From an optimization exercise on the open Yosys and OpenROAD flow, aimed at small area and a short achievable clock period; shortcuts taken in it are not production practice.
The RTL was checked by simulation tests, not by an equivalence proof against the original design.
Power figures rest on the tool's default switching activity, not on a simulated workload.

==> design/flow/design.v <==
module acc_convert (
    input             clk,
    input             rst,
    input             in_valid,
    input      [1:0]  op,
    input             sat,
    input      [5:0]  sh,
    input      [71:0] acc_in,
    input      [31:0] d_in,
    output reg        out_valid,
    output     [31:0] d_out,
    output     [71:0] acc_out,
    output            flag_v,
    output            flag_av
);
    integer i, l;
    genvar  g;
    wire neg = acc_in[71];
    wire [5:0]   sh_m33 = sh - 6'd33;
    wire [71:0]  sent   = sh[5] & (sh != 6'd32) ? (72'd1 << sh_m33) : 72'd0;
    wire [127:0] lz_in  = {56'd0, (acc_in ^ {72{neg}}) | sent};
    wire [63:0] v1;  wire [63:0]  p1;
    wire [31:0] v2;  wire [63:0]  p2;
    wire [15:0] v3;  wire [47:0]  p3;
    wire [7:0]  v4;  wire [31:0]  p4;
    wire [3:0]  v5;  wire [19:0]  p5;
    wire [1:0]  v6;  wire [11:0]  p6;
    wire [6:0]  p;
    generate
        for (g = 0; g < 64; g = g + 1) begin : l1
            assign v1[g] = lz_in[2*g+1] | lz_in[2*g];
            assign p1[g] = lz_in[2*g+1];
        end
        for (g = 0; g < 32; g = g + 1) begin : l2
            assign v2[g] = v1[2*g+1] | v1[2*g];
            assign p2[2*g+1:2*g] = v1[2*g+1] ? {1'b1, p1[2*g+1]} : {1'b0, p1[2*g]};
        end
        for (g = 0; g < 16; g = g + 1) begin : l3
            assign v3[g] = v2[2*g+1] | v2[2*g];
            assign p3[3*g+2:3*g] = v2[2*g+1] ? {1'b1, p2[4*g+3:4*g+2]} : {1'b0, p2[4*g+1:4*g]};
        end
        for (g = 0; g < 8; g = g + 1) begin : l4
            assign v4[g] = v3[2*g+1] | v3[2*g];
            assign p4[4*g+3:4*g] = v3[2*g+1] ? {1'b1, p3[6*g+5:6*g+3]} : {1'b0, p3[6*g+2:6*g]};
        end
        for (g = 0; g < 4; g = g + 1) begin : l5
            assign v5[g] = v4[2*g+1] | v4[2*g];
            assign p5[5*g+4:5*g] = v4[2*g+1] ? {1'b1, p4[8*g+7:8*g+4]} : {1'b0, p4[8*g+3:8*g]};
        end
        for (g = 0; g < 2; g = g + 1) begin : l6
            assign v6[g] = v5[2*g+1] | v5[2*g];
            assign p6[6*g+5:6*g] = v5[2*g+1] ? {1'b1, p5[10*g+9:10*g+5]} : {1'b0, p5[10*g+4:10*g]};
        end
    endgenerate
    assign p = v6[1] ? {1'b1, p6[11:6]} : {1'b0, p6[5:0]};
    wire [6:0]  amt = op[0] ? p : ({1'b0, sh} + 7'd22);
    wire [94:0] x0 = {acc_in, 23'd0};
    wire [95:0] x6 = amt[6] ? {{65{neg}}, x0[94:64]} : {neg, x0};
    wire [63:0] x5 = amt[5] ? x6[95:32] : x6[63:0];
    wire [47:0] x4 = amt[4] ? x5[63:16] : x5[47:0];
    wire [39:0] x3 = amt[3] ? x4[47:8]  : x4[39:0];
    wire [35:0] x2 = amt[2] ? x3[39:4]  : x3[35:0];
    wire [33:0] x1 = amt[1] ? x2[35:2]  : x2[33:0];
    wire [32:0] R  = amt[0] ? x1[33:1]  : x1[32:0];
    wire        st = (amt[6] & (|x0[63:0])) | (amt[5] & (|x6[31:0])) |
                     (amt[4] & (|x5[15:0])) | (amt[3] & (|x4[7:0]))  |
                     (amt[2] & (|x3[3:0]))  | (amt[1] & (|x2[1:0]))  |
                     (amt[0] & x1[0]);
    wire        rnd_d = R[0] & (~neg | st);
    wire        ex_d  = ~R[0] & ~st;
    wire [23:0] mant  = d_in[23:0];
    wire        mneg  = d_in[23];
    wire [7:0]  S     = {{2{d_in[29]}}, d_in[29:24]} + {2'b00, sh};
    wire [7:0]  S2    = S + 8'd2;                  
    wire [6:0]  k     = S2[7] ? 7'd0 : S2[6:0];
    reg  [23:0] therm;                             
    always @*
        for (i = 0; i < 24; i = i + 1)
            therm[i] = ($signed(S) <= 21 - i);
    wire        c     = (S[7] | (S[6:0] < 7'd23)) & (~mneg | (|(mant & therm)));
    wire [25:0] ga    = {{2{mneg}}, mant | therm};
    reg  [25:0] pa;                                
    always @* begin
        pa = {ga[24:0], 1'b1};
        for (l = 0; l < 5; l = l + 1)
            for (i = 0; i < 26; i = i + 1)
                if (((i >> l) & 1) == 1)
                    pa[i] = pa[i] & pa[((i >> l) << l) - 1];
    end
    wire [25:0] gc    = pa & {26{c}};
    wire [25:0] G     = ga ^ gc;
    wire [22:0] mx    = mant[22:0] ^ {23{mneg}};
    reg  [22:0] suf;                               
    always @* begin
        suf[22] = mx[22];
        for (i = 21; i >= 0; i = i - 1)
            suf[i] = suf[i+1] | mx[i];
    end
    wire [4:0]  r      = 5'd30 - S[4:0];
    wire        up_ovf = ($signed(S) >= 8'sd72) & suf[r];
    reg [50:0] X;
    reg        is_d, is_up;
    always @(posedge clk) begin
        if (rst)
            out_valid <= 1'b0;
        else
            out_valid <= in_valid;
        is_d  <= ~op[1];
        is_up <= op[1] & ~op[0];
        if (op[1])
            X <= {17'd0, up_ovf, k, G};
        else
            X <= {sat, op[0], neg, sh, p, ex_d, rnd_d, R};
    end
    wire [32:0] qR    = X[32:0];
    wire        rnd   = X[33];
    wire        exact = X[34];
    wire [6:0]  qp    = X[41:35];
    wire [5:0]  qs    = X[47:42];
    wire        qneg  = X[48];
    wire        qpk   = X[49];
    wire        qsat  = X[50];
    wire [7:0]  qD    = {1'b0, qp} - {2'b00, qs};
    wire [31:0] qW    = qR[32:1];
    reg  [31:0] wa;                                
    always @* begin
        wa = {qW[30:0], 1'b1};
        for (l = 0; l < 5; l = l + 1)
            for (i = 0; i < 32; i = i + 1)
                if (((i >> l) & 1) == 1)
                    wa[i] = wa[i] & wa[((i >> l) << l) - 1];
    end
    wire [31:0] rr    = qW ^ (wa & {32{rnd}});
    wire        dge32 = ~qD[7] & (qD[6] | qD[5]);
    wire        deq30 = (qD == 8'd30);
    wire        deq31 = (qD == 8'd31);
    wire        dge31 = dge32 | deq31;
    wire        ovf_pos = dge31 | (deq30 & (&qR[31:1]) & rnd);
    wire        ovf_neg = dge32 | (deq31 & ~(~qR[32] & (&qR[31:1]) & rnd));
    wire        mva_v   = qsat & (qneg ? ovf_neg : ovf_pos);
    wire [31:0] mva_d   = mva_v ? {qneg, {31{~qneg}}} : rr;
    wire [5:0]  e0       = qD[5:0] + 6'd1;
    wire [5:0]  e1       = qD[5:0] + 6'd2;
    wire        zc       = qneg & ~|qR[23:1] & exact;   
    wire        e31      = deq30;
    wire        pk_sat   = dge31 | (zc & e31);
    wire        pk_zero  = qneg ? (&qR[24:1] & rnd) : ~|qR[24:0];
    wire        pk_up    = ~qneg & rnd & (&qR[23:1]);  
    wire        inc_e    = zc | (pk_up & ~e31);
    wire [23:0] pk_m     = zc    ? 24'hC00000 :
                           pk_up ? {2'b01, {22{e31}}} : rr[23:0];
    wire [5:0]  pk_e     = inc_e ? e1 : e0;
    wire [31:0] pk_d     = pk_zero ? 32'd0 :
                           pk_sat  ? (qneg ? 32'h1F800001 : 32'h1F7FFFFF) :
                                     {2'b00, pk_e, pk_m};
    wire        pk_v     = pk_sat | (pk_up & e31);
    assign d_out   = ~is_d ? 32'd0 : qpk ? pk_d : mva_d;
    assign flag_v  = is_d & (qpk ? pk_v : mva_v);
    wire [25:0]  qG  = X[25:0] & {26{is_up}};
    wire [6:0]   qk  = X[32:26];
    wire         qav = X[33] & is_up;
    wire         qn  = qG[25];
    wire [127:0] P   = {{102{qn}}, qG} << qk;
    wire [71:0]  up_r = P[96:25];
    assign flag_av = qav;
    assign acc_out = qav ? {qn, {71{~qn}}} : up_r;
endmodule
==> design/flow/flow/run.sh <==
#!/bin/bash
# Standard synthesis, then the standard layout steps with these changes:
# the port buffers are a plain buffer cell (flow/bufcell.txt) instead of
# the delay cell buffer_ports picks by default; timing repair works to a
# setup slack margin (flow/margin.txt) so that it shortens the achieved
# period; and after global route's timing repair, max slew and capacitance
# are repaired once more (flow/grt_post.tcl).  Each step's full output goes
# to a log file here.
set -euo pipefail
MARGIN=$(cat flow/margin.txt)
BUFCELL=$(cat flow/bufcell.txt)
bash standard.sh synth > synth.log 2>&1
bash standard.sh SETUP_SLACK_MARGIN=$MARGIN "BUFFER_PORTS_ARGS=-buffer_cell $BUFCELL" \
  POST_GLOBAL_ROUTE_TCL=$(pwd)/flow/grt_post.tcl finish > layout.log 2>&1
==> design/flow/flow/bufcell.txt <==
sky130_fd_sc_hd__buf_1
==> design/flow/flow/grt_post.tcl <==
# Runs at the end of ORFS's global route step (POST_GLOBAL_ROUTE_TCL).
# Timing repair can leave a driver over its max slew or capacitance (a
# cloned gate's loads, say); repair those once more on the global-route
# parasitics, then legalize and reroute the changed nets, as the global
# route step itself does after its own repairs.
estimate_parasitics -global_routing
repair_design_helper
global_route -start_incremental
detailed_placement
global_route -end_incremental
estimate_parasitics -global_routing
write_guides $::env(RESULTS_DIR)/route.guide
==> design/flow/flow/margin.txt <==
16
==> design/flow/standard.sh <==
#!/bin/bash
# synth_recipe.tcl (not shown) runs the flow's synth.tcl, then flattens the netlist and writes it again
# the make line also repeats each setting of config.mk as NAME=value (left out here)
make -C /OpenROAD-flow-scripts/flow DESIGN_CONFIG=/design/flow/config.mk WORK_HOME=/design/flow/orfs CLKGATE_MAP_FILE= SYNTH_SCRIPT=/design/flow/synth_recipe.tcl "${@:-finish}"
==> design/flow/config.mk <==
export PLATFORM = sky130hd
export DESIGN_NAME = acc_convert
export DESIGN_NICKNAME = acc_convert
export VERILOG_FILES = /design/flow/design.v
export SDC_FILE = /design/flow/constraint.sdc
export NUM_CORES = 4
export LEC_CHECK = 0
export ABC_AREA = 1
export CAP_MARGIN = 20
export CORE_MARGIN = 2
export CORE_UTILIZATION = 35
export SLEW_MARGIN = 20
==> design/flow/constraint.sdc <==
create_clock -name core_clock -period 25.0 [get_ports {clk}]
set_input_delay 5.0000 -clock core_clock [delete_from_list [all_inputs] [get_ports {clk}]]
set_output_delay 5.0000 -clock core_clock [all_outputs]
set_load 0.01 [all_outputs]
==> notes.md, run 1 <==
The area overhead of the layout relative to synthesis came out at 11.0%. The weighted congestion reported at the end of routability-driven placement is 0.994. The first-pass GRT wire length is 93,000 um. The most common cell after layout, fill and taps aside is sky130_fd_sc_hd__nand2_1.

The first-pass iteration count of the detailed router is 6. The H-tree depth is 2. The minimum setup slack in the final design came out at 16.25 ns.

The slowest stage of the critical path belongs to the cell sky130_fd_sc_hd__ha_1. The maximum resistive drop on vdd is 0.0000268 V. The number of warnings issued by yosys came out at 1.

The maximum achievable frequency is 0.114 GHz. The most used flip-flop cell after synthesis is sky130_fd_sc_hd__dfxtp_1. The clock transition at the registers of the reported paths came out at 0.07 ns. The die is 211 um tall. The initial antenna violation count came to 0.

The number of buffers and inverters on the critical path is 4. In this design, the largest share of critical-path delay is due to simple AND/OR/NAND/NOR gates. The via count is 20,300. The top cell types in the final layout, fill and taps aside, are sky130_fd_sc_hd__nand2_1, sky130_fd_sc_hd__nand3_1, sky130_fd_sc_hd__inv_1. The power dissipated by switching net loads came out at 499 uW. The ratio of total power to cell area came out at 49.9 mW/mm^2. The via count normalized by instance count came out at 5.65. After clock tree synthesis, the setup repair step added 8 buffers. The share of the yosys chip area belonging to registers came out at 7.21%. The area enclosed by the die boundary is 0.0445 mm^2. The TritonCTS clock tree is done. The sum of internal, switching and leakage power is 831 uW. The post-DP HPWL came out at 47,100 um. The routed design could run at a clock period as short as 8.75 ns. Dividing the detail-routed wire length by the instance count gives 17.0 um. The number of cells after detailed placement is 3,543. The number of global-route vias before repair is 17,500. The number of clock buffers inserted by TritonCTS is 5. The post-route fraction of the period consumed by the critical path came out at 35.0%. After the last flow step, the layout net total stands at 3,193. The number of max-cap violations is 0. The run finished with no timing, DRC or antenna violations. The flip-flop and latch count after synthesis came out at 54. In this run the core area contains 75 standard-cell rows. The clock network accounts for 9.1% of the total power. The share of flip-flops with an asynchronous set or reset after synthesis is 0%.

For this run, the total global-route usage over all layers was measured as 25.8%. The utilization after layout is 39.5%. The maximum fanout along the worst path is 20. The total clock sinks is 54. The width of the chip is 211 um. The pin count of the biggest net entering global routing is 63. The number of enable-type register cells in the synthesized netlist came out at 0. The portion of total power attributed to combinational logic is 75.6%.

The total congestion overflow after global routing is 0. The clock tree buffer depth came out at 2. The number of hold-repair buffers added at the cts stage is 0.

The residual DRC count came out at 0. The required time of the critical path is 25.17 ns. The post-placement worst setup slack is 14.46 ns. The area taken by flip-flops and latches is 0.00109 mm^2. The finished cells cover 0.0166 mm^2. The average cell area after synthesis is 5.11 um^2. During I/O placement, the number of pins put on the boundary was 223. The final-report max-slew violation count came to 0. Once detail routing completed, the nets flagged for antenna violations numbered 0.

The net count after synthesis is 3,081. In this design, the stage delay of the slowest critical-path cell is 0.20 ns. Input and output buffers added on the ports amount to 220. After routing, the total negative slack on setup checks comes to 0 ns. Net switching is 60.1% of the power. The synthesized netlist cell count is 2,934. In this run the static leakage power is 7.49 nW.

Among the stages of the critical path, the cell type that occurs most often is sky130_fd_sc_hd__nand2_1. The total internal power came out at 332 uW. The number of setup violations in the final report is 0. The number of gates resized after cts is 24. The worst hold-check slack came out at 4.84 ns.

The worst relative slew slack is 35.7%. The number of different library cells used by synthesis comes to 58. Summing every instance area after synthesis gives 0.0150 mm^2. The sequential group share of total power came out at 15.3%.

The final cell count without fillers came out at 3,586. The number of diodes is 0. The worst setup path is captured at a register. At the pin with the least slew margin, the transition time is 0.965 ns.

The share of post-route cells with drive strength above 1 is 5.71%. The total cell area at the placement stage is 0.0158 mm^2. The initial utilization of the core area, before any placement, comes to 35.6%. The core area came out at 0.0421 mm^2. The buffer cell driving the clock tree root is sky130_fd_sc_hd__clkbuf_16. The start-to-end type of the worst setup path is in -> reg.

The area of combinational cells with multiple inputs is 0.0124 mm^2. The number of fill cells is 4,874. Data arrives at the worst endpoint at 8.92 ns. The tightest min-delay check is of the in -> reg type. The final layout contains routed wiring with a total length of 61,000 um.

The detailed router's first-iteration violation count came out at 2,483. The hold violation total from the final report is 0. The startpoint type of the worst setup path is an input port.
## cells in the mapped netlist, types with 35 or more instances
| cell type | n | area [um^2] |
|---|---|---|
| sky130_fd_sc_hd__nand2_1 | 854 | 3210 |
| sky130_fd_sc_hd__nand3_1 | 489 | 2450 |
| sky130_fd_sc_hd__inv_1 | 260 | 976 |
| sky130_fd_sc_hd__nor2_1 | 259 | 972 |
| sky130_fd_sc_hd__o21ai_0 | 243 | 1220 |
| sky130_fd_sc_hd__a21oi_1 | 118 | 591 |
| sky130_fd_sc_hd__clkbuf_1 | 91 | 342 |
| sky130_fd_sc_hd__dfxtp_1 | 54 | 1080 |
| sky130_fd_sc_hd__buf_2 | 50 | 250 |
| sky130_fd_sc_hd__nand4_1 | 50 | 313 |
| sky130_fd_sc_hd__xnor2_1 | 50 | 438 |
| sky130_fd_sc_hd__o211ai_1 | 35 | 263 |
## layer usage
| metal | up-vias | wire length [um] | GRT usage [%] |
|---|---|---|---|
| met1 | 9076 | 27200 | 36.9 |
| met2 | 1026 | 25900 | 39.8 |
| li1 | 10000 | - | - |
| met5 | - | 0 | 0 |
| met4 | 0 | 1970 | 8.40 |
| met3 | 135 | 5890 | 3.17 |
## power groups by stage
stage               combinational (mW)  sequential [mW]  clock (mW)
floorplan                        0.443            0.112           0
global placement                 0.591            0.127           0
detailed placement               0.592            0.127           0
CTS                              0.599            0.125      0.0762
finish                           0.628            0.127      0.0753
## state kept, by name, summed over array words and instances, names as in the netlist
signal     cells
is_d           1
X             51
out_valid      1
is_up          1
## final timing paths
check / start / to / slack [ns] / cells past startpoint
max: sh[1] / X[30] / 16.25 / 29
min: rst / out_valid / 4.84 / 2
## layout make-up
class | instances | share of cell area (%)
Inverter | 275 | 6.43
Clock buffer | 5 | 0.751
Clock inverter | 3 | 0.173
Timing Repair inverter | 3 | 0.120
Tap cell | 539 | 4.05
Timing Repair Buffer | 267 | 7.31
Multi-Input combinational cell | 2440 | 74.6
Sequential cell | 54 | 6.54
## logic make-up after synthesis
family          Yosys count  share of synthesized area (%)
simple gates           1786                           52.2
compound gates          524                           20.0
buf+inv                 448                           12.5
xor+xnor                 86                           5.12
flops                    54                           7.21
fa+ha+maj                31                           2.69
mux                       5                          0.334
==> run 2: changes to the inputs <==
==> design/flow/flow/run.sh (replaced) <==
#!/bin/bash
# Standard synthesis, then:
#  1. the combinational logic of the standard netlist is mapped again by ABC
#     with an area-oriented script (flow/remap.abc); the flip-flops are kept
#     as they are, with their names and cell types;
#  2. the standard layout steps, with the port buffers a plain buffer cell
#     (flow/bufcell.txt) instead of the delay cell buffer_ports picks by
#     default, timing repair working to a setup slack margin
#     (flow/margin.txt), and max slew / capacitance repaired once more after
#     global route's timing repair (flow/grt_post.tcl).
# Each tool's full output goes to a log file in this folder.
set -euo pipefail
MARGIN=$(cat flow/margin.txt)
BUFCELL=$(cat flow/bufcell.txt)
HERE=$(pwd)

bash standard.sh synth > synth.log 2>&1

R=$HERE/orfs/results/$FLOW_PLATFORM/acc_convert/base
L=$HERE/orfs/logs/$FLOW_PLATFORM/acc_convert/base
LIB=$FLOW_HOME/platforms/$FLOW_PLATFORM/lib/sky130_fd_sc_hd__tt_025C_1v80.lib
DONT=$(grep -o -- "-dont_use [A-Za-z0-9_]*" $L/1_2_yosys.log | sort -u | tr '\n' ' ')
cp $R/1_2_yosys.v $R/1_2_yosys_standard.v
KEEP=""
for c in $(grep -o "sky130_fd_sc_hd__\(df\|dl\|sdf\|edf\)[a-z0-9_]*" $R/1_2_yosys_standard.v | sort -u); do
  KEEP="$KEEP
setattr -mod -set keep_hierarchy 1 $c"
done
cat > remap.ys <<EOT
read_liberty -ignore_miss_func $LIB
read_verilog $R/1_2_yosys_standard.v
hierarchy -top $FLOW_TOP
$KEEP
flatten
opt_clean
abc -script $HERE/flow/remap.abc -liberty $LIB $DONT -D 4000
opt_clean -purge
hilomap -singleton -hicell sky130_fd_sc_hd__conb_1 HI -locell sky130_fd_sc_hd__conb_1 LO
insbuf -buf sky130_fd_sc_hd__buf_4 A X
select $FLOW_TOP
tee -o $HERE/remap_stat.txt stat -liberty $LIB
write_verilog -noattr -nohex -nodec -selected $R/1_2_yosys.v
EOT
YOSYS=$(command -v yosys || echo $FLOW_HOME/../tools/install/yosys/bin/yosys)
$YOSYS -s remap.ys > remap.log 2>&1
rm -f $R/1_synth.odb $R/1_synth.sdc

bash standard.sh SETUP_SLACK_MARGIN=$MARGIN "BUFFER_PORTS_ARGS=-buffer_cell $BUFCELL" \
  POST_GLOBAL_ROUTE_TCL=$HERE/flow/grt_post.tcl finish > layout.log 2>&1
==> design/flow/flow/remap.abc (new file) <==
strash
&get -n
&synch2
&put
dch -f
map -a
strash
dch -f
amap
topo
stime -c
buffer -c
upsize -c
dnsize -c
==> notes.md, run 2 <==
The flow ran to the end and the layout has no timing, DRC or antenna violations. The area of the mapped netlist is 0.0113 mm^2 (-25%). The number of top-level design ports came to 223 (unchanged). The maximum fanout along the worst path is 7 (-65%). The register ranked first by flip-flop count is X. The residual DRC count was 0 (unchanged).

The number of warnings issued by yosys is 1 (unchanged). The total cell area at the placement stage came out at 0.0124 mm^2 (-22%). The element type at the critical path end is a register. The area overhead of the layout relative to synthesis came out at 35.8%. The number of routed nets with antenna violations is 0 (unchanged).

The total of buffers placed on input and output ports came out at 220 (unchanged). The final standard cell area without fillers came out at 0.0153 mm^2 (-8.1%). The hold violation total from the final report came out at 0 (unchanged).

The number of diodes is 0 (unchanged). The post-DP HPWL is 43,800 um (-6.9%). The final cell count without fillers is 2,666 (-26%). The all-layer global routing usage is 32.6% (+6.9 points). The slew at the pin closest to its max-slew limit is 1.01 ns (+0.0450 ns). The ratio of total power to cell area came to 47.8 mW/mm^2 (-4.1%). The total congestion overflow after global routing is 0 (unchanged).

The start-to-end type of the worst setup path is in -> reg. The worst relative slew slack is 32.5% (-3.2 points). The share of post-route cells with drive strength above 1 came to 19.9% (+14 points). The static leakage came out at 5.72 nW (-24%). The maximum resistive drop on vdd was 0.0000332 V (+24%). The average cell area after synthesis came to 5.66 um^2 (+11%). The sum of internal, switching and leakage power was 732 uW (-12%). The H-tree depth is 2 (unchanged). The endpoint of the worst setup timing path is X[33]. The initial antenna violation count came out at 2 (+2). The minimum setup slack in the final design is 15.92 ns (-0.333 ns). The TritonCTS clock tree is done. The net count of the finished layout came to 2,379 (-25%).

The final-report max-slew violation count is 0 (unchanged). The number of clock buffers inserted by TritonCTS is 5 (unchanged). The data arrival time of the critical path is 9.24 ns (+0.32 ns).

The total clock sinks came out at 54 (unchanged). The number of max-cap violations came out at 0 (unchanged). The weighted congestion reported at the end of routability-driven placement came to 1.02 (+3.1%). The net count after synthesis is 2,108 (-32%).

The number of global-route vias before repair came out at 15,100 (-14%). The total length of routed wires is 59,900 um (-1.8%). The first-pass GRT wire length is 87,000 um (-6.5%). The number of setup violations in the final report is 0 (unchanged). The flip-flop count of the largest register after layout is 51 (unchanged).

The number of fill cells came out at 3,299 (-32%). The via count is 17,500 (-14%). The number of gates resized after cts is 181 (+650%). The cell sitting at the root of the clock tree is a sky130_fd_sc_hd__clkbuf_16.

The clock tree buffer depth is 2 (unchanged). The clock transition at the registers of the reported paths came out at 0.07 ns (about the same). The post-placement worst setup slack came out at 13.56 ns (-0.892 ns). The width of the chip came out at 183 um (-13%). In the layout the commonest cells are sky130_fd_sc_hd__nor2_1, sky130_fd_sc_hd__buf_1, sky130_fd_sc_hd__inv_1. The synthesized netlist cell count is 1,992 (-32%). The worst setup path is launched from an input port. The worst hold path class is in -> reg. The height of the die was 183 um (-13%). The post-route fraction of the period consumed by the critical path is 36.3% (+1.3 points). The core area came out at 0.0316 mm^2 (-25%). The number of cells after detailed placement is 2,531 (-29%). The detailed router's first-iteration violation count came to 2,138 (-14%). The final total negative setup slack is 0 ns (unchanged). The pin count of the biggest net entering global routing came to 58 (-7.9%). The via count normalized by instance count came out at 6.56 (+16%). The area enclosed by the die boundary was 0.0337 mm^2 (-24%). The mean routed wirelength per cell came out at 22.5 um (+32%). The most critical setup path has its startpoint at acc_in[47]. The row count came to 65 (-13%).

The post-CTS setup buffer count is 53 (+45). The final critical path time including I/O delays and setup came out at 9.08 ns (+0.333 ns). The library cell used most frequently in the layout, excluding fill and tap cells, is sky130_fd_sc_hd__nor2_1. The maximum achievable frequency is 0.110 GHz (-3.7%). The initial cell density of the core came to 35.6% (about the same). The required time of the critical path was 25.16 ns (about the same). The number of hold-repair buffers added at the cts stage is 0 (unchanged).

The first-pass iteration count of the detailed router was 6 (unchanged).
[run 2: cell type report]
type                            count  area (um^2)  area share [%]
Multi-Input combinational cell   1603        10100            66.2
Timing Repair Buffer              354         2370            15.5
Sequential cell                    54         1100            7.19
Inverter                          236          975            6.37
Tap cell                          402          503            3.29
Clock buffer                        5          125           0.818
Timing Repair inverter              9         58.8           0.384
Clock inverter                      3         47.5           0.311
[run 2: stage by stage]
step                hold WS [ns]  util (%)
floorplan                   5.07         -
global placement            5.16      39.1
detailed placement          5.16      39.1
CTS                         4.84      44.2
finish                      4.85      48.4
[run 2: worst min-delay path by stage]
stage / start / end / slack (ns) / cells past startpoint
2_1_floorplan: op[1] / X[42] / 5.07 / 1
3_3_place_gp: rst / out_valid / 5.16 / 2
6_report: rst / out_valid / 4.85 / 2
4_1_cts: rst / out_valid / 4.84 / 2
3_5_place_dp: rst / out_valid / 5.16 / 2
[run 2: where the power goes]
group	internal [mW]	switching (mW)	total, mW
sequential	0.0986	0.0279	0.127
clock	0.0477	0.0308	0.0785
combinational	0.183	0.344	0.527
[run 2: layer usage]
metal	GRT usage [%]	vias to the layer above	part of all wire [%]
met3	6.36	202	12
met4	12.2	4	4.3
met5	0	-	0.038
met2	50.5	1212	43
li1	-	7963	-
met1	44.7	8111	41
[run 2: critical path, cell delays in order]
cell,delay (ns)
sky130_fd_sc_hd__buf_1,0.24
sky130_fd_sc_hd__inv_1,0.22
sky130_fd_sc_hd__nor2_1,0.19
sky130_fd_sc_hd__nand2_1,0.11
sky130_fd_sc_hd__o32ai_2,0.35
sky130_fd_sc_hd__nand3_1,0.21
sky130_fd_sc_hd__nor2_4,0.21
sky130_fd_sc_hd__clkinvlp_4,0.19
sky130_fd_sc_hd__buf_6,0.17
sky130_fd_sc_hd__buf_6,0.11
sky130_fd_sc_hd__nor3_4,0.29
sky130_fd_sc_hd__nor2_2,0.10
sky130_fd_sc_hd__o21ai_4,0.14
sky130_fd_sc_hd__o32ai_4,0.17
sky130_fd_sc_hd__buf_12,0.19
sky130_fd_sc_hd__clkinvlp_4,0.11
sky130_fd_sc_hd__buf_6,0.12
sky130_fd_sc_hd__a41oi_2,0.03
sky130_fd_sc_hd__a2111oi_2,0.39
sky130_fd_sc_hd__o21a_1,0.17
sky130_fd_sc_hd__o21ai_1,0.06
sky130_fd_sc_hd__o21bai_4,0.19
sky130_fd_sc_hd__nor2_1,0.12
sky130_fd_sc_hd__o21bai_1,0.13
==> run 3: changes to the inputs <==
==> design/flow/flow/margin.txt (replaced) <==
15
==> design/flow/flow/remap.abc (replaced) <==
strash
&get -n
&synch2
&put
dch -f
map -a
topo
stime -c
buffer -c
upsize -c
dnsize -c
==> notes.md, run 3 <==
The core area is 0.0357 mm^2 (+13%). On the critical path, the stage with the largest delay is an instance of sky130_fd_sc_hd__or4_4. The number of routed nets with antenna violations is 0 (unchanged). The static leakage was 5.99 nW (+4.7%). The slew at the pin closest to its max-slew limit is 1.18 ns (+0.171 ns). The final total negative setup slack came out at 0 ns (unchanged).

The initial cell density of the core was 35.7% (about the same). The final-report max-slew violation count was 0 (unchanged). The global routing met3 resource utilization is 4.56% (-1.8 points). The routing usage on met2 is 50.6% (+0.15 points). The via count came out at 17,700 (+1.3%). The startpoint type of the worst setup path is an input port. The row count is 69 (+6.2%). The number of top-level design ports is 223 (unchanged). The number of gates resized after cts came to 6 (-97%).

The weighted congestion reported at the end of routability-driven placement came out at 1.08 (+5.6%). The maximum achievable frequency came out at 0.103 GHz (-6.0%). The width of the chip is 195 um (+6.1%).

The total of buffers placed on input and output ports is 220 (unchanged). The detailed router's first-iteration violation count is 1,810 (-15%). The area of the mapped netlist was 0.0127 mm^2 (+13%). The element type at the critical path end is a register.

The residual DRC count came out at 0 (unchanged). The synthesized netlist cell count came out at 2,444 (+23%). The mean routed wirelength per cell is 20.2 um (-10%). The most common cell after layout, fill and taps aside is sky130_fd_sc_hd__nand2_1.

The net count after synthesis is 2,560 (+21%). The share of post-route cells with drive strength above 1 is 8.43% (-11 points). The total congestion overflow after global routing is 0 (unchanged). The required time of the critical path was 25.17 ns (about the same). The flip-flop count of the largest register after layout is 51 (unchanged).

The average cell area after synthesis was 5.20 um^2 (-8.1%). The ratio of total power to cell area came out at 47.8 mW/mm^2 (-0.14%). met2 is the most crowded layer. The buffer cell driving the clock tree root is sky130_fd_sc_hd__clkbuf_16. The number of max-cap violations is 0 (unchanged).

The clock transition at the registers of the reported paths came to 0.07 ns (about the same). The net count of the finished layout was 2,724 (+15%). The first-pass GRT wire length was 92,700 um (+6.6%).

The total clock sinks was 54 (unchanged). The worst relative slew slack is 20.7% (-12 points). The number of setup violations in the final report is 0 (unchanged).

The clock tree buffer depth came to 2 (unchanged). The number of hold-repair buffers added at the cts stage is 0 (unchanged). The number of global-route vias before repair came out at 16,100 (+6.7%). The cell type with the highest occurrence count on the critical path is sky130_fd_sc_hd__nand2_1.

The post-placement worst setup slack is 14.59 ns (+1.02 ns). The height of the die came out at 195 um (+6.1%). The worst hold path class is in -> reg.

The hold violation total from the final report came out at 0 (unchanged). The data arrival time of the critical path is 9.83 ns (+0.59 ns). The initial antenna violation count is 4 (+2). The register with the most flip-flops in the final layout is X.

The final critical path time including I/O delays and setup was 9.66 ns (+0.579 ns). The start-to-end type of the worst setup path is in -> reg. The first-pass iteration count of the detailed router is 6 (unchanged). The total length of routed wires came to 62,000 um (+3.5%). The TritonCTS clock tree is done. The maximum fanout along the worst path came out at 68 (+61).

The via count normalized by instance count is 5.76 (-12%). The post-DP HPWL is 50,500 um (+15%). The number of buffers and inverters on the critical path came to 8 (unchanged).

The maximum resistive drop on vdd is 0.0000264 V (-20%). The top cell types in the final layout, fill and taps aside, are sky130_fd_sc_hd__nand2_1, sky130_fd_sc_hd__o21ai_0, sky130_fd_sc_hd__nor2_1. The number of clock buffers inserted by TritonCTS came out at 5 (unchanged).

The worst hold-check slack came out at 4.84 ns (-0.00547 ns). The H-tree depth is 2 (unchanged). Among cell families on the critical path, the largest total delay comes from simple AND/OR/NAND/NOR gates. The minimum setup slack in the final design was 15.34 ns (-0.579 ns). The flow ran to the end and the layout has no timing, DRC or antenna violations. The area growth from synthesis to layout is 11.1%. The post-CTS setup buffer count is 0 (-100%). The utilization after layout came out at 39.6% (-8.8 points).

The number of warnings issued by yosys was 1 (unchanged). The all-layer global routing usage is 31.0% (-1.6 points). The critical path's largest stage delay came out at 0.57 ns (+0.18 ns). The sum of internal, switching and leakage power is 675 uW (-7.8%). The met1 track demand over resource in global routing is 41.5% (-3.2 points).

The pin count of the biggest net entering global routing came out at 78 (+34%). The post-route fraction of the period consumed by the critical path is 38.6% (+2.3 points). The area enclosed by the die boundary is 0.0379 mm^2 (+13%).
==> run 3: where the power goes <==
part           internal, mW  switching (mW)  total [mW]  leakage [nW]
Sequential           0.0980          0.0215       0.120         0.453
Combinational         0.139           0.345       0.484          5.46
Clock                0.0382          0.0329      0.0711        0.0752
==> run 3: final cells by class <==
class | instances | area (um^2)
tap | 461 | 577
clock inverter | 3 | 26.3
sequential | 54 | 1080
multi-input combinational | 1974 | 9990
inverter | 321 | 1250
clock buffer | 5 | 125
antenna | 4 | 10.0
fill | 4193 | 21500
timing repair buffer | 245 | 1020
timing repair inverter | 7 | 37.5
==> run 3: routing by layer <==
layer | vias up | part of all wire, %
li1 | 8642 | -
met1 | 8060 | 43
met2 | 897 | 45
met5 | - | 0
met4 | 0 | 3.4
met3 | 115 | 9.2
==> run 3: path summary, 6_finish.rpt <==
check,from,to,cells after the start
worst max-delay path,acc_in[71],X[34],28
worst min-delay path,rst,out_valid,2
==> run 3: per-stage QoR <==
step	cells	cell area, um^2
3_3_place_gp	3046	13800
6_report	3074	14100
4_1_cts	3056	14000
2_1_floorplan	2444	12700
3_5_place_dp	3046	13800
==> run 4: changes to the inputs <==
==> design/flow/flow/remap.abc (replaced) <==
strash
&get -n
&synch2
&put
dch -f
map -a
strash
dch -f
map -a
topo
stime -c
buffer -c
upsize -c
dnsize -c
==> notes.md, run 4 <==
The final cell count without fillers came out at 2,965 (-3.5%). The clock tree buffer depth is 2 (unchanged). The total of buffers placed on input and output ports is 220 (unchanged). The final critical path time including I/O delays and setup is 9.72 ns (+0.0532 ns). The cell count of the worst hold path came out at 2 (unchanged).

The clock transition at the registers of the reported paths is 0.07 ns (about the same). The static leakage came to 5.75 nW (-4.0%). The weighted congestion reported at the end of routability-driven placement came to 1.03 (-4.5%). The post-CTS setup buffer count is 3 (+3). The height of the die was 190 um (-2.1%). The mean routed wirelength per cell came out at 21.3 um (+5.8%). The start-to-end type of the worst setup path is in -> reg. The library cells used most frequently in the layout, excluding fill and tap cells, are sky130_fd_sc_hd__nand2_1, sky130_fd_sc_hd__o21ai_0, sky130_fd_sc_hd__nor2_1.

The worst hold-check slack is 4.84 ns (-0.00177 ns). The maximum resistive drop on vdd came out at 0.0000259 V (-2.0%). The share of post-route cells with drive strength above 1 is 5.98% (-2.4 points). The H-tree depth is 2 (unchanged).

The data arrival time of the critical path came out at 9.91 ns (+0.08 ns). The ratio of total power to cell area came out at 49.0 mW/mm^2 (+2.5%). The via count normalized by instance count came out at 5.92 (+2.7%).

The routing usage on met2 is 53.2% (+2.5 points). The detailed router's first-iteration violation count is 2,102 (+16%). The final-report max-slew violation count is 0 (unchanged). The global routing stage identified its most utilized layer as met2. The required time of the critical path came out at 25.20 ns (+0.03 ns). STA classifies the critical path endpoint as a register. The met1 track demand over resource in global routing is 47.6% (+6.1 points).

The final total negative setup slack is 0 ns (unchanged). The final standard cell area without fillers came to 0.0136 mm^2 (-3.7%). The maximum fanout along the worst path was 68 (unchanged). The global routing met3 resource utilization is 4.14% (-0.42 points).

The slew at the pin closest to its max-slew limit came out at 1.06 ns (-0.116 ns). The flip-flop count of the largest register after layout is 51 (unchanged). The worst relative slew slack was 28.9% (+8.2 points). The via count is 17,500 (-0.93%). The row count is 68 (-1.4%). The cell sitting at the root of the clock tree is a sky130_fd_sc_hd__clkbuf_16. The hold violation total from the final report came to 0 (unchanged). The post-DP HPWL is 51,400 um (+1.8%). The number of gates resized after cts came out at 8 (+2). The run finished with no timing, DRC or antenna violations. The number of clock buffers inserted by TritonCTS came out at 5 (unchanged). The initial antenna violation count came out at 6 (+2). The area enclosed by the die boundary is 0.0363 mm^2 (-4.2%). The core area came out at 0.0344 mm^2 (-3.6%). The total congestion overflow after global routing came out at 0 (unchanged).

The total cell area at the placement stage was 0.0133 mm^2 (-3.7%). The area of the mapped netlist came out at 0.0122 mm^2 (-4.3%). In this run the worst hold path is classified as in -> reg. The total clock sinks came to 54 (unchanged). The number of max-cap violations came out at 0 (unchanged). The number of global-route vias before repair is 15,700 (-2.4%). The first-pass iteration count of the detailed router was 6 (unchanged). The residual DRC count was 0 (unchanged).

The initial cell density of the core was 35.4% (-0.26 points). The all-layer global routing usage came to 33.4% (+2.4 points). The width of the chip came out at 190 um (-2.1%). The number of setup violations in the final report came out at 0 (unchanged). The maximum achievable frequency is 0.103 GHz (-0.55%).

The startpoint type of the worst setup path is an input port. The number of top-level design ports came out at 223 (unchanged). More flip-flops sit in one register than any other, and that register is X.

The number of cells after detailed placement came out at 2,946 (-3.3%). The utilization after layout was 39.6% (-0.043 points). The net count after synthesis is 2,460 (-3.9%). The most common cell after layout, fill and taps aside is sky130_fd_sc_hd__nand2_1. The number of hold-repair buffers added at the cts stage came out at 0 (unchanged). The number of routed nets with antenna violations came out at 0 (unchanged).

The first-pass GRT wire length was 94,200 um (+1.7%). The average cell area after synthesis is 5.19 um^2 (-0.22%). The total length of routed wires is 63,300 um (+2.1%). TritonCTS built the clock tree.

The number of warnings issued by yosys came out at 1 (unchanged). The net count of the finished layout is 2,622 (-3.7%). The synthesized netlist cell count came to 2,344 (-4.1%). The post-route fraction of the period consumed by the critical path is 38.9% (+0.21 points).

The area overhead of the layout relative to synthesis is 11.8%. The pin count of the biggest net entering global routing is 71 (-9.0%).
-- run 4: layout make-up --
| class | instances | area, um^2 |
|---|---|---|
| fill | 4020 | 20800 |
| clock inverter | 2 | 37.5 |
| tap | 455 | 569 |
| timing repair inverter | 4 | 22.5 |
| multi-input combinational | 1902 | 9600 |
| inverter | 300 | 1160 |
| timing repair buffer | 239 | 987 |
| sequential | 54 | 1080 |
| clock buffer | 6 | 129 |
| antenna | 3 | 7.51 |
-- run 4: path summary, 6_finish.rpt --
path	end	from
setup / recovery	X[25]	acc_in[71]
hold / removal	out_valid	rst
-- run 4: report_power, final --
part           switching, mW  total (mW)  internal, mW
sequential            0.0223       0.120        0.0980
clock                 0.0312      0.0785        0.0473
combinational          0.335       0.467         0.133
total                  0.388       0.666         0.278
-- run 4: per-layer routing --
layer / vias up / wire [um]
met5: - / 10
met1: 8183 / 28700
met4: 2 / 1470
met3: 94 / 5410
met2: 882 / 27700
li1: 8388 / -
-- run 4: per-stage QoR --
stage	setup WS [ns]	power (mW)
floorplan	16.80	0.412
CTS	15.01	0.649
finish	15.28	0.666
global placement	14.01	0.566
detailed placement	14.15	0.569
-- run 4: worst max-delay path: stages --
cell	delay [ns]
sky130_fd_sc_hd__buf_1	0.08
sky130_fd_sc_hd__clkbuf_8	0.26
sky130_fd_sc_hd__inv_2	0.10
sky130_fd_sc_hd__buf_6	0.31
sky130_fd_sc_hd__nand4_1	0.13
sky130_fd_sc_hd__nand2_1	0.24
sky130_fd_sc_hd__inv_1	0.09
sky130_fd_sc_hd__a21oi_1	0.41
sky130_fd_sc_hd__nand2_1	0.20
sky130_fd_sc_hd__nor2_2	0.22
sky130_fd_sc_hd__nand3_1	0.20
sky130_fd_sc_hd__nor3_4	0.26
sky130_fd_sc_hd__nor2_1	0.07
sky130_fd_sc_hd__nand2_1	0.09
sky130_fd_sc_hd__nand2_2	0.06
sky130_fd_sc_hd__buf_6	0.23
sky130_fd_sc_hd__inv_4	0.23
sky130_fd_sc_hd__nor2_4	0.11
sky130_fd_sc_hd__o21ai_0	0.11
sky130_fd_sc_hd__o21ai_0	0.15
sky130_fd_sc_hd__o21ai_0	0.27
sky130_fd_sc_hd__o21ai_0	0.16
sky130_fd_sc_hd__mux2i_1	0.42
sky130_fd_sc_hd__o21ai_0	0.15
sky130_fd_sc_hd__o21ai_0	0.24
==> run 5: changes to the inputs <==
==> design/flow/flow/margin.txt (replaced) <==
15.75
==> notes.md, run 5 <==
The core area is 0.0344 mm^2 (unchanged). The hold violation total from the final report is 0 (unchanged). Tracing the worst setup path back leads to its startpoint at acc_in[71].

The number of routed nets with antenna violations was 0 (unchanged). STA classifies the critical path endpoint as a register. The row count came out at 68 (unchanged). The share of post-route cells with drive strength above 1 is 8.52% (+2.5 points). The post-DP HPWL came out at 51,400 um (unchanged).

The required time of the critical path is 25.17 ns (-0.03 ns). The total of buffers placed on input and output ports came out at 220 (unchanged). The via count is 17,600 (+0.51%). The number of buffers and inverters on the critical path came out at 9 (+2). The ratio of total power to cell area came out at 48.2 mW/mm^2 (-1.6%).

The critical path's largest stage delay came out at 0.67 ns (+0.25 ns). The number of gates resized after cts is 46 (+38). The slew at the pin closest to its max-slew limit came out at 1.12 ns (+0.0522 ns). The area enclosed by the die boundary was 0.0363 mm^2 (unchanged). The area growth from synthesis to layout is 16.3%.

The total length of routed wires is 64,600 um (+2.1%). The register ranked first by flip-flop count is X. The maximum fanout along the worst path was 39 (-43%). The first-pass GRT wire length came to 95,400 um (+1.3%). The number of hold-repair buffers added at the cts stage is 0 (unchanged). The total internal power is 286 uW (+2.9%). The clock transition at the registers of the reported paths came out at 0.07 ns (about the same). The logic depth of the worst path, buffers included came out at 20 (-20%). The top cell types in the final layout, fill and taps aside, are sky130_fd_sc_hd__nand2_1, sky130_fd_sc_hd__o21ai_0, sky130_fd_sc_hd__nor2_1.

The width of the chip came to 190 um (unchanged). For this design, the slowest cell found on the critical path is sky130_fd_sc_hd__clkinvlp_2. In this run the worst hold path is classified as in -> reg. The height of the die came to 190 um (unchanged). The residual DRC count is 0 (unchanged). The flip-flop count of the largest register after layout came out at 51 (unchanged). The average cell area after synthesis came out at 5.19 um^2 (unchanged). The synthesized netlist cell count came to 2,344 (unchanged).

The net count after synthesis is 2,460 (unchanged). The final-report max-slew violation count came out at 0 (unchanged). The most common cell after layout, fill and taps aside is sky130_fd_sc_hd__nand2_1.

The final standard cell area without fillers came out at 0.0142 mm^2 (+4.0%). The all-layer global routing usage is 33.9% (+0.45 points). The initial antenna violation count is 6 (unchanged). The number of max-cap violations is 0 (unchanged). The minimum setup slack in the final design was 15.75 ns (+0.460 ns). The area of combinational cells with multiple inputs is 0.00984 mm^2 (+2.5%). The final critical path time including I/O delays and setup came out at 9.25 ns (-0.460 ns). The category of cells accounting for the largest share of critical-path delay is buffers and inverters. The number of setup violations in the final report is 0 (unchanged). The clock tree buffer depth was 2 (unchanged). The initial cell density of the core was 35.4% (unchanged). The weighted congestion reported at the end of routability-driven placement is 1.03 (unchanged). The via count normalized by instance count is 5.91 (about the same). The post-placement worst setup slack was 14.15 ns (unchanged). The total congestion overflow after global routing is 0 (unchanged). The post-route fraction of the period consumed by the critical path is 37.0% (-1.8 points). The portion of total power attributed to combinational logic is 70.8% (+0.7 points). The number of fill cells was 3,992 (-0.70%). The switching share of power came to 58.0% (-0.22 points).

Traced cell by cell, the critical path runs through buf_2, buf_12, inv_2, buf_12, nand4_1, nand2_1, inv_1, a21oi_2, nand2_1, inv_1, o311ai_0, nand3_1, o21ai_0, nand2_1, inv_1, o21ai_2, buf_4, clkinvlp_2, nor2_1, o22ai_2. The total cell area at the placement stage came out at 0.0133 mm^2 (unchanged). The maximum achievable frequency is 0.108 GHz (+5.0%).

The number of warnings issued by yosys came out at 1 (unchanged). The area of the mapped netlist was 0.0122 mm^2 (unchanged). The power dissipated by switching net loads is 396 uW (+2.0%). The data arrival time of the critical path was 9.42 ns (-0.49 ns). The static leakage was 5.95 nW (+3.5%).

The sequential group share of total power is 17.6% (-0.5 points). The startpoint type of the worst setup path is an input port. The TritonCTS clock tree is done.

The net count of the finished layout came out at 2,639 (+0.65%). The startpoint identified for the worst hold timing path is rst. The worst relative slew slack is 25.4% (-3.5 points). The number of clock buffers inserted by TritonCTS is 5 (unchanged). The H-tree depth came out at 2 (unchanged).

The final total negative setup slack is 0 ns (unchanged). The share of power burned in the clock network is 11.6% (-0.2 points). The mean routed wirelength per cell is 21.7 um (+1.5%). The maximum resistive drop on vdd came out at 0.0000258 V (-0.20%). The detailed router's first-iteration violation count came out at 2,063 (-1.9%). The pin count of the biggest net entering global routing is 71 (unchanged). The cell count of the worst hold path is 2 (unchanged).

The number of global-route vias before repair is 15,800 (+0.99%). The number of top-level design ports is 223 (unchanged). The area taken by flip-flops and latches came out at 0.00109 mm^2 (+0.12%). Clock tree synthesis selected as its root buffer the cell sky130_fd_sc_hd__clkbuf_16. The start-to-end type of the worst setup path is in -> reg. The total clock sinks is 54 (unchanged). The run finished with no timing, DRC or antenna violations. The post-CTS setup buffer count came out at 6 (+3). The utilization after layout came out at 41.2% (+1.6 points). The first-pass iteration count of the detailed router is 6 (unchanged).
-- run 5: per-stage QoR --
| stage | cells | power, mW | hold slack [ns] |
|---|---|---|---|
| global placement | 2946 | 0.566 | 5.15 |
| CTS | 2965 | 0.656 | 4.84 |
| detailed placement | 2946 | 0.569 | 5.15 |
| floorplan | 2344 | 0.412 | 5.07 |
| finish | 2982 | 0.682 | 4.84 |
-- run 5: layout make-up --
class | instances | area share [%]
Timing Repair Buffer | 254 | 8.99
Clock buffer | 6 | 0.911
Clock inverter | 2 | 0.265
Multi-Input combinational cell | 1902 | 69.5
Tap cell | 455 | 4.02
Antenna cell | 3 | 0.0531
Inverter | 300 | 8.28
Sequential cell | 54 | 7.67
Timing Repair inverter | 6 | 0.248
-- run 5: final timing paths --
| check | to |
|---|---|
| max | X[30] |
| min | out_valid |
-- run 5: power by group through the flow --
stage | Sequential, mW | Combinational, mW | Clock [mW]
floorplan | 0.115 | 0.297 | 0
global placement | 0.119 | 0.447 | 0
detailed placement | 0.120 | 0.449 | 0
CTS | 0.119 | 0.457 | 0.0798
finish | 0.120 | 0.483 | 0.0788
-- run 5: routing by layer --
metal | GRT usage (%) | vias to the layer above | routed length [um]
li1 | - | 8417 | -
met1 | 48.2 | 8217 | 28800
met2 | 53.7 | 902 | 28200
met3 | 4.47 | 100 | 5880
met4 | 8.38 | 2 | 1670
met5 | 0 | - | 10
==> run 6: changes to the inputs <==
==> design/flow/flow/margin.txt (replaced) <==
16
==> design/flow/flow/remap.abc (replaced) <==
strash
&get -n
&synch2
&put
dch -f
map -a
topo
stime -c
buffer -c
upsize -c
dnsize -c
==> notes.md, run 6 <==
The flow ran to the end and the layout has no timing, DRC or antenna violations. The clock transition at the registers of the reported paths is 0.07 ns (about the same). The slew at the pin closest to its max-slew limit was 1.15 ns (+0.0324 ns). The synthesized netlist cell count came out at 2,444 (+4.3%). The sum of internal, switching and leakage power came to 705 uW (+3.5%).

The via count is 18,200 (+3.1%). The maximum resistive drop on vdd came to 0.0000266 V (+3.1%). The first-pass GRT wire length is 94,000 um (-1.5%).

The initial cell density of the core is 35.7% (+0.26 points). The number of top-level design ports is 223 (unchanged). The net count after synthesis came out at 2,560 (+4.1%). The number of routed nets with antenna violations is 0 (unchanged). The number of clock buffers inserted by TritonCTS is 5 (unchanged). The detailed router's first-iteration violation count is 2,040 (-1.1%). The data arrival time of the critical path is 4.07 ns (-5.35 ns).

The ratio of total power to cell area came out at 46.8 mW/mm^2 (-2.8%). The final-report max-slew violation count came to 0 (unchanged). The average cell area after synthesis was 5.20 um^2 (+0.22%). The sink of the worst hold path is out_valid.

The maximum achievable frequency is 0.110 GHz (+2.1%). The post-CTS setup buffer count came out at 3 (-3). The required time of the critical path is 20.00 ns (-5.17 ns).

The worst setup path is of the reg -> out kind. The library cells used most frequently in the layout, excluding fill and tap cells, are sky130_fd_sc_hd__nand2_1, sky130_fd_sc_hd__o21ai_0, sky130_fd_sc_hd__nor2_1. The mean routed wirelength per cell came out at 20.7 um (-4.7%).

The number of hold-repair buffers added at the cts stage is 0 (unchanged). The worst hold-check slack is 4.85 ns (+0.00633 ns). The buffer cell driving the clock tree root is sky130_fd_sc_hd__clkbuf_16.

The static leakage came to 6.44 nW (+8.2%). The flip-flop count of the largest register after layout is 51 (unchanged). The area enclosed by the die boundary is 0.0379 mm^2 (+4.4%). The weighted congestion reported at the end of routability-driven placement is 1.08 (+4.7%).

The worst relative slew slack is 22.8% (-2.6 points). The number of setup violations in the final report came out at 0 (unchanged). The utilization after layout came out at 42.2% (+1.1 points). The pin count of the biggest net entering global routing came to 79 (+11%).

The total congestion overflow after global routing came out at 0 (unchanged). The height of the die was 195 um (+2.2%). The maximum fanout along the worst path came out at 7 (-82%). The all-layer global routing usage is 31.4% (-2.5 points). The width of the chip was 195 um (+2.2%). The number of max-cap violations is 0 (unchanged). The first-pass iteration count of the detailed router is 6 (unchanged). The final critical path time including I/O delays and setup came to 9.07 ns (-0.189 ns).

The core area came out at 0.0357 mm^2 (+3.7%). The initial antenna violation count came out at 6 (unchanged). The final total negative setup slack came out at 0 ns (unchanged).

The worst setup path is captured at a primary output. The critical path's largest stage delay came out at 0.35 ns (-0.32 ns). The total clock sinks is 54 (unchanged). The total of buffers placed on input and output ports came out at 220 (unchanged).

More flip-flops sit in one register than any other, and that register is X. The residual DRC count is 0 (unchanged). The number of warnings issued by yosys is 1 (unchanged). The hold violation total from the final report came to 0 (unchanged).

The area of the mapped netlist came out at 0.0127 mm^2 (+4.5%). The row count came out at 69 (+1.5%). The number of global-route vias before repair is 16,200 (+2.1%).

The path class of the tightest hold or removal check is in -> reg. The total length of routed wires came to 64,200 um (-0.66%). In this run the most critical hold path is launched from rst. The H-tree depth came out at 2 (unchanged). The net count of the finished layout is 2,755 (+4.4%). The number of gates resized after cts is 70 (+52%). The cell count of the worst hold path is 2 (unchanged).

From synthesis to final layout, the design area changed by 18.5%. The via count normalized by instance count is 5.85 (-1.0%). The clock tree buffer depth came out at 2 (unchanged). The largest individual stage delay along the critical path comes from the cell sky130_fd_sc_hd__nor4_4. The share of post-route cells with drive strength above 1 came out at 13.1% (+4.6 points). STA classifies the critical path startpoint as a register. TritonCTS built the clock tree. The post-route fraction of the period consumed by the critical path is 36.3% (-0.75 points). The library cell used most frequently in the layout, excluding fill and tap cells, is sky130_fd_sc_hd__nand2_1. The post-DP HPWL is 50,500 um (-1.8%).
-- run 6: area by class of cell --
cell class | count | area (um^2)
fillers | 4101 | 20600
multi-input cells | 1977 | 10500
repair buffers | 273 | 1410
inverters | 321 | 1280
flip-flops and latches | 54 | 1090
well taps | 461 | 577
clock buffers | 5 | 125
repair inverters | 7 | 42.5
clock inverters | 3 | 26.3
diodes | 6 | 15.0
-- run 6: per-stage QoR --
stage | cells | setup slack [ns] | instance area (um^2)
3_5_place_dp | 3046 | 14.59 | 13800
3_3_place_gp | 3046 | 14.48 | 13800
2_1_floorplan | 2444 | 16.83 | 12700
6_report | 3107 | 15.93 | 15100
4_1_cts | 3065 | 15.98 | 14200
-- run 6: how the worst max path moves through the flow --
stage               startpoint        end  depth (start not counted)
floorplan                X[42]  d_out[11]                         31
global placement    acc_in[71]      X[29]                         21
detailed placement  acc_in[71]      X[34]                         21
CTS                      X[42]  d_out[12]                         32
finish                   X[42]  d_out[12]                         33
-- run 6: report_power, final --
part | total, mW | internal [mW] | switching (mW) | leakage, nW
registers | 0.121 | 0.0982 | 0.0223 | 0.454
clock network | 0.0708 | 0.0382 | 0.0326 | 0.0752
logic | 0.514 | 0.154 | 0.360 | 5.91
-- run 6: metal layers --
layer	wire length [um]	up-vias	global-route usage, %
met5	0	-	0
met4	2210	0	10.3
met3	5540	133	2.86
met2	28700	941	51.6
met1	27700	8391	43.1
li1	-	8721	-
-- run 6: critical path, delay by kind of cell (launching register included) --
kind                   cells  cell delay (ns)
and+or+nand+nor           15             1.44
DFF                        1             0.34
buffers and inverters     13             1.06
AOI/OAI and AO/OA          5             0.91
==> run 7: changes to the inputs <==
==> design/flow/flow/remap.abc (replaced) <==
strash
&get -n
&synch2
&put
dch -f
map -a
strash
dch -f
map -a
topo
stime -c
buffer -c
upsize -c
dnsize -c
==> notes.md, run 7 <==
The total length of routed wires is 66,700 um (+3.9%). The portion of total power attributed to combinational logic was 71.9% (-1.0 points). The initial cell density of the core came to 35.4% (-0.26 points).

The detailed router's first-iteration violation count is 2,268 (+11%). The met1 track demand over resource in global routing is 48.6% (+5.5 points). The number of setup violations in the final report is 0 (unchanged). The area of the mapped netlist is 0.0122 mm^2 (-4.3%). For this design, the slowest cell found on the critical path is sky130_fd_sc_hd__o41ai_4. Tracing the worst setup path back leads to its startpoint at acc_in[71].

The share of post-route cells with drive strength above 1 is 12.6% (-0.52 points). The cell that appears most often on the critical path is sky130_fd_sc_hd__buf_12. The minimum setup slack in the final design is 16.08 ns (+0.141 ns).

The post-DP HPWL came out at 51,400 um (+1.8%). The net count of the finished layout was 2,690 (-2.4%). The post-route fraction of the period consumed by the critical path came to 35.7% (-0.56 points). The core area is 0.0344 mm^2 (-3.6%).

After global routing, the most crowded layer is met2. The static leakage came out at 6.37 nW (-1.0%). The number of hold-repair buffers added at the cts stage came to 0 (unchanged).

The total clock sinks came out at 54 (unchanged). The final standard cell area without fillers is 0.0150 mm^2 (-0.26%). The critical path's largest stage delay came to 0.39 ns (+0.04 ns).

The maximum resistive drop on vdd is 0.0000258 V (-3.0%). The number of top-level design ports is 223 (unchanged). The sequential group share of total power came out at 17.0% (about the same).

The initial antenna violation count is 4 (-2). The maximum achievable frequency is 0.112 GHz (+1.6%). The post-placement worst setup slack was 14.15 ns (-0.442 ns).

The clock transition at the registers of the reported paths came out at 0.07 ns (about the same). The utilization after layout came to 43.7% (+1.5 points). The worst relative slew slack is 25.1% (+2.3 points).

The first-pass GRT wire length was 96,100 um (+2.1%). The global routing met3 resource utilization is 4.29% (+1.4 points). The H-tree depth came to 2 (unchanged). The hold violation total from the final report is 0 (unchanged). The maximum fanout along the worst path is 15 (+8). The total of buffers placed on input and output ports came out at 220 (unchanged).

The height of the die is 190 um (-2.1%). The element type at the critical path end is a register. The logic depth of the worst path, buffers included was 26 (-21%). The final critical path time including I/O delays and setup is 8.92 ns (-0.141 ns). The row count is 68 (-1.4%). The net count after synthesis came out at 2,460 (-3.9%). The number of gates resized after cts came out at 77 (+10%). The synthesized netlist cell count is 2,344 (-4.1%). Leaving out fill and tap cells, the most frequent cells in the layout are sky130_fd_sc_hd__nand2_1, sky130_fd_sc_hd__o21ai_0, sky130_fd_sc_hd__nor2_1.

The final total negative setup slack was 0 ns (unchanged). The number of fill cells is 3,886 (-5.2%). In this run the clock root is driven by a sky130_fd_sc_hd__clkbuf_16. Following the worst setup path forward leads to its endpoint at X[33]. The flip-flop count of the largest register after layout was 51 (unchanged). The ratio of total power to cell area came out at 47.2 mW/mm^2 (+0.73%). The switching share of power came out at 57.4% (-1.4 points). The clock tree buffer depth came out at 2 (unchanged). The number of clock buffers inserted by TritonCTS came out at 5 (unchanged). The residual DRC count is 0 (unchanged). The power dissipated by switching net loads is 407 uW (-2.0%).

The most common cell after layout, fill and taps aside is sky130_fd_sc_hd__nand2_1. The width of the chip came out at 190 um (-2.1%). The critical path is of the in -> reg type. The required time of the critical path came out at 25.12 ns (+5.12 ns). The slew at the pin closest to its max-slew limit came to 1.12 ns (-0.0285 ns).

The run finished with no timing, DRC or antenna violations. The number of global-route vias before repair came out at 15,900 (-1.7%). The register ranked first by flip-flop count is X. TritonCTS built the clock tree. The total internal power came out at 302 uW (+4.0%). Grouping stages by cell kind, the critical path spends the most delay in compound AO/OA/AOI/OAI gates. The post-CTS setup buffer count came to 12 (+9). The total congestion overflow after global routing is 0 (unchanged). The number of routed nets with antenna violations came out at 0 (unchanged). The final-report max-slew violation count was 0 (unchanged). The number of warnings issued by yosys is 1 (unchanged). The routing usage on met2 came out at 54.6% (+3.0 points).

The mean routed wirelength per cell came to 22.0 um (+6.4%). The all-layer global routing usage is 34.1% (+2.7 points). The first-pass iteration count of the detailed router is 6 (unchanged). The share of power burned in the clock network is 11.1% (+1.1 points). The number of max-cap violations came to 0 (unchanged). From synthesis to final layout, the design area changed by 23.5%.

The worst setup path is launched from an input port. The via count is 18,200 (-0.11%). The worst hold-check slack is 4.84 ns (-0.00546 ns).

The total cell area at the placement stage came out at 0.0133 mm^2 (-3.7%). The via count normalized by instance count came out at 5.99 (+2.4%). The average cell area after synthesis is 5.19 um^2 (-0.22%). The weighted congestion reported at the end of routability-driven placement came to 1.03 (-4.5%).

The data arrival time of the critical path came out at 9.05 ns (+4.98 ns). In this run the worst hold path is classified as in -> reg. The area enclosed by the die boundary came out at 0.0363 mm^2 (-4.2%). The pin count of the biggest net entering global routing is 71 (-10%). The number of buffers and inverters on the critical path came out at 11 (-2).
[run 7: area by class of cell]
cell class	count	area (um^2)	share of cell area, %
diodes	2	5.00	0.0333
inverters	300	1180	7.85
repair buffers	305	1870	12.4
multi-input cells	1903	10100	67.3
flip-flops and latches	54	1090	7.25
clock buffers	6	129	0.858
well taps	455	569	3.79
clock inverters	2	37.5	0.250
repair inverters	5	30.0	0.200
[run 7: power by group through the flow]
stage          Sequential, mW  Clock [mW]  Combinational (mW)
3_5_place_dp            0.120           0               0.449
2_1_floorplan           0.115           0               0.297
3_3_place_gp            0.119           0               0.447
4_1_cts                 0.119      0.0798               0.463
6_report                0.121      0.0785               0.510
[run 7: how the worst min path moves through the flow]
stage,start,endpoint,slack [ns],cells past startpoint
after floorplan,op[1],X[50],5.07,1
after detailed placement,rst,out_valid,5.15,2
after global placement,rst,out_valid,5.15,2
final,rst,out_valid,4.84,2
after CTS,rst,out_valid,4.84,2
[run 7: per-stage QoR]
step / power [mW] / instances
6_report: 0.709 / 3032
2_1_floorplan: 0.412 / 2344
4_1_cts: 0.662 / 2973
3_3_place_gp: 0.566 / 2946
3_5_place_dp: 0.569 / 2946
[run 7: per-layer routing]
| layer | routed length, um | vias up | share of wire [%] |
|---|---|---|---|
| met5 | 0 | - | 0 |
| met4 | 1950 | 0 | 2.9 |
| met3 | 6990 | 140 | 10 |
| met2 | 28900 | 1106 | 43 |
| met1 | 28800 | 8391 | 43 |
| li1 | - | 8529 | - |
==> run 8: changes to the inputs <==
==> design/flow/flow/margin.txt (replaced) <==
15.5
==> notes.md, run 8 <==
The flow ran to the end and the layout has no timing, DRC or antenna violations. The required time of the critical path came out at 25.12 ns (about the same). The number of hold-repair buffers added at the cts stage is 0 (unchanged).

The total of buffers placed on input and output ports is 220 (unchanged). The height of the die is 190 um (unchanged). Clock tree synthesis selected as its root buffer the cell sky130_fd_sc_hd__clkbuf_16. The all-layer global routing usage came out at 33.7% (-0.40 points). The via count is 17,600 (-3.2%). The number of top-level design ports came out at 223 (unchanged).

The first-pass iteration count of the detailed router is 6 (unchanged). The area enclosed by the die boundary was 0.0363 mm^2 (unchanged). The min-delay analysis places its worst path in the category in -> reg. The post-DP HPWL is 51,400 um (unchanged).

The total length of routed wires came out at 63,500 um (-4.8%). The number of gates resized after cts came out at 27 (-65%). The number of global-route vias before repair came out at 15,800 (-0.78%). The worst hold path begins at rst. The first-pass GRT wire length came out at 95,000 um (-1.1%).

The static leakage was 5.82 nW (-8.7%). The net count of the finished layout is 2,630 (-2.2%). The critical path is of the in -> reg type. The core area is 0.0344 mm^2 (unchanged). The post-CTS setup buffer count is 5 (-7). The element type at the critical path end is a register. The width of the chip is 190 um (unchanged). The share of post-route cells with drive strength above 1 came out at 7.08% (-5.5 points). The final critical path time including I/O delays and setup is 9.37 ns (+0.441 ns). Leaving out fill and tap cells, the most frequent cells in the layout are sky130_fd_sc_hd__nand2_1, sky130_fd_sc_hd__o21ai_0, sky130_fd_sc_hd__nor2_1.

The detailed router's first-iteration violation count came out at 2,064 (-9.0%). The area of the mapped netlist is 0.0122 mm^2 (unchanged). The data arrival time of the critical path is 9.49 ns (+0.44 ns). The average cell area after synthesis came out at 5.19 um^2 (unchanged). The worst hold-check slack came out at 4.84 ns (+0.0000100 ns).

The total clock sinks is 54 (unchanged). The number of routed nets with antenna violations is 0 (unchanged). The clock tree buffer depth came to 2 (unchanged). The worst relative slew slack is 28.8% (+3.7 points).

The post-route fraction of the period consumed by the critical path is 37.5% (+1.8 points). The initial antenna violation count is 6 (+2). The final total negative setup slack came out at 0 ns (unchanged).

The number of setup violations in the final report is 0 (unchanged). The final standard cell area without fillers was 0.0138 mm^2 (-8.1%). The final-report max-slew violation count is 0 (unchanged). The maximum achievable frequency is 0.107 GHz (-4.7%). The number of fill cells came out at 4,005 (+3.1%).

The row count came out at 68 (unchanged). The total cell area at the placement stage is 0.0133 mm^2 (unchanged). The utilization after layout is 40.2% (-3.6 points). The area overhead of the layout relative to synthesis came out at 13.4%.

The weighted congestion reported at the end of routability-driven placement came out at 1.03 (unchanged). The pin count of the biggest net entering global routing was 71 (unchanged). The number of max-cap violations was 0 (unchanged). The startpoint type of the worst setup path is an input port. The hold violation total from the final report came to 0 (unchanged).

The synthesized netlist cell count is 2,344 (unchanged). The maximum resistive drop on vdd was 0.0000257 V (-0.40%). The ratio of total power to cell area is 48.6 mW/mm^2 (+3.1%). For hold timing, the worst endpoint is out_valid.

Leaving out fill and tap cells, the most frequent cell in the layout is sky130_fd_sc_hd__nand2_1. The total congestion overflow after global routing is 0 (unchanged). The slew at the pin closest to its max-slew limit came out at 1.06 ns (-0.0572 ns). The H-tree depth is 2 (unchanged). The initial cell density of the core is 35.4% (unchanged). The number of clock buffers inserted by TritonCTS came out at 5 (unchanged). TritonCTS built the clock tree. The sum of internal, switching and leakage power came out at 671 uW (-5.3%).

The residual DRC count is 0 (unchanged). The via count normalized by instance count is 5.91 (-1.3%). The cell count of the worst hold path came out at 2 (unchanged). The mean routed wirelength per cell is 21.3 um (-2.9%). The maximum fanout along the worst path is 71 (+56).

The register with the most flip-flops in the final layout is X. The clock transition at the registers of the reported paths is 0.07 ns (about the same). The number of warnings issued by yosys came to 1 (unchanged).

The flip-flop count of the largest register after layout is 51 (unchanged). The net count after synthesis is 2,460 (unchanged).
-- run 8: routing by layer --
layer  vias to the layer above  global-route usage, %  wire length (um)
met5                         -                      0                10
li1                       8406                      -                 -
met2                       924                   53.4             27800
met1                      8138                   47.9             28600
met4                         2                   8.29              1500
met3                       106                   4.69              5500
-- run 8: worst max-delay path: stages --
cell                         delay [ns]
sky130_fd_sc_hd__buf_1             0.12
sky130_fd_sc_hd__buf_12            0.25
sky130_fd_sc_hd__inv_2             0.05
sky130_fd_sc_hd__buf_6             0.21
sky130_fd_sc_hd__nor2_1            0.18
sky130_fd_sc_hd__nand2_1           0.07
sky130_fd_sc_hd__inv_1             0.08
sky130_fd_sc_hd__a32oi_2           0.24
sky130_fd_sc_hd__nor2_4            0.25
sky130_fd_sc_hd__nand2_1           0.15
sky130_fd_sc_hd__nor2_2            0.23
sky130_fd_sc_hd__inv_1             0.11
sky130_fd_sc_hd__nand2_1           0.09
sky130_fd_sc_hd__nand2_2           0.06
sky130_fd_sc_hd__buf_12            0.20
sky130_fd_sc_hd__clkinvlp_4        0.11
sky130_fd_sc_hd__buf_4             0.19
sky130_fd_sc_hd__o22ai_1           0.12
sky130_fd_sc_hd__nor3b_1           0.27
sky130_fd_sc_hd__nand4_1           0.14
sky130_fd_sc_hd__o41ai_1           0.44
sky130_fd_sc_hd__o2111ai_1         0.26
sky130_fd_sc_hd__nor2_1            0.16
sky130_fd_sc_hd__o211ai_1          0.14
sky130_fd_sc_hd__nor2_1            0.17
sky130_fd_sc_hd__o22ai_2           0.11
-- run 8: where the power goes --
| part | switching, mW | internal (mW) |
|---|---|---|
| Combinational | 0.337 | 0.136 |
| Sequential | 0.0222 | 0.0980 |
| Clock | 0.0313 | 0.0473 |
| Total | 0.390 | 0.281 |
-- run 8: metrics by stage --
stage / instances / setup WS (ns)
final: 2973 / 15.63
after CTS: 2963 / 15.53
after detailed placement: 2946 / 14.15
after global placement: 2946 / 14.01
after floorplan: 2344 / 16.80
-- run 8: cell type report --
| type | count | area (um^2) | area share, % |
|---|---|---|---|
| inverters | 300 | 1170 | 8.46 |
| clock buffers | 6 | 129 | 0.934 |
| clock inverters | 2 | 37.5 | 0.272 |
| multi-input cells | 1902 | 9680 | 70.1 |
| flip-flops and latches | 54 | 1080 | 7.86 |
| well taps | 455 | 569 | 4.12 |
| repair buffers | 246 | 1100 | 7.99 |
| repair inverters | 5 | 27.5 | 0.199 |
| diodes | 3 | 7.51 | 0.0544 |
-- run 8: worst max-delay path by stage --
| stage | start | slack, ns | end |
|---|---|---|---|
| 2_1_floorplan | X[42] | 16.80 | d_out[10] |
| 3_3_place_gp | acc_in[71] | 14.01 | X[34] |
| 3_5_place_dp | acc_in[71] | 14.15 | X[34] |
| 4_1_cts | acc_in[71] | 15.53 | X[23] |
| 6_report | acc_in[71] | 15.63 | X[33] |

-- re-timing with driven ports --
The flow's constraints put no driver on any port. The routed layouts listed below were extracted and timed again, unchanged, in two steps. Step 1 sets driving cells, clkbuf_16 on the clock port and buf_2 on the other inputs (assumed; they add their load-dependent delay and slew). Step 2 adds t to the input delays and takes it off the output delays; t is the mean of the earliest and latest rising clock arrival at the registers after step 1. Input paths then give back, and output paths get back, about the clock's delay inside the block. Slacks: no drivers / after step 1 / after step 2; pairs: no drivers / after step 1.
run	t (ns)	setup WS [ns]	worst hold slack (ns)	worst setup path at the end
run 1	0.352	16.250 / 16.251 / 15.925	4.838 / 4.814 / 5.165	input to register
run 2	0.331	15.917 / 15.927 / 15.596	4.849 / 4.833 / 5.164	input to register
run 3	0.332	15.338 / 15.352 / 15.020	4.843 / 4.832 / 5.164	input to register
run 4	0.335	15.285 / 15.301 / 14.966	4.842 / 4.827 / 5.162	input to register
run 5	0.332	15.745 / 15.760 / 15.428	4.840 / 4.828 / 5.160	input to register
run 6	0.330	15.934 / 15.897 / 15.861	4.847 / 4.835 / 5.165	input to register
run 7	0.335	16.075 / 16.079 / 15.744	4.841 / 4.826 / 5.160	input to register
run 8	0.332	15.634 / 15.645 / 15.313	4.841 / 4.828 / 5.160	input to register
After both steps every run listed still meets setup and hold. For run 7, which loses most, drivers alone change the setup slack by +0.004 ns; drivers and shift together by -0.331 ns.
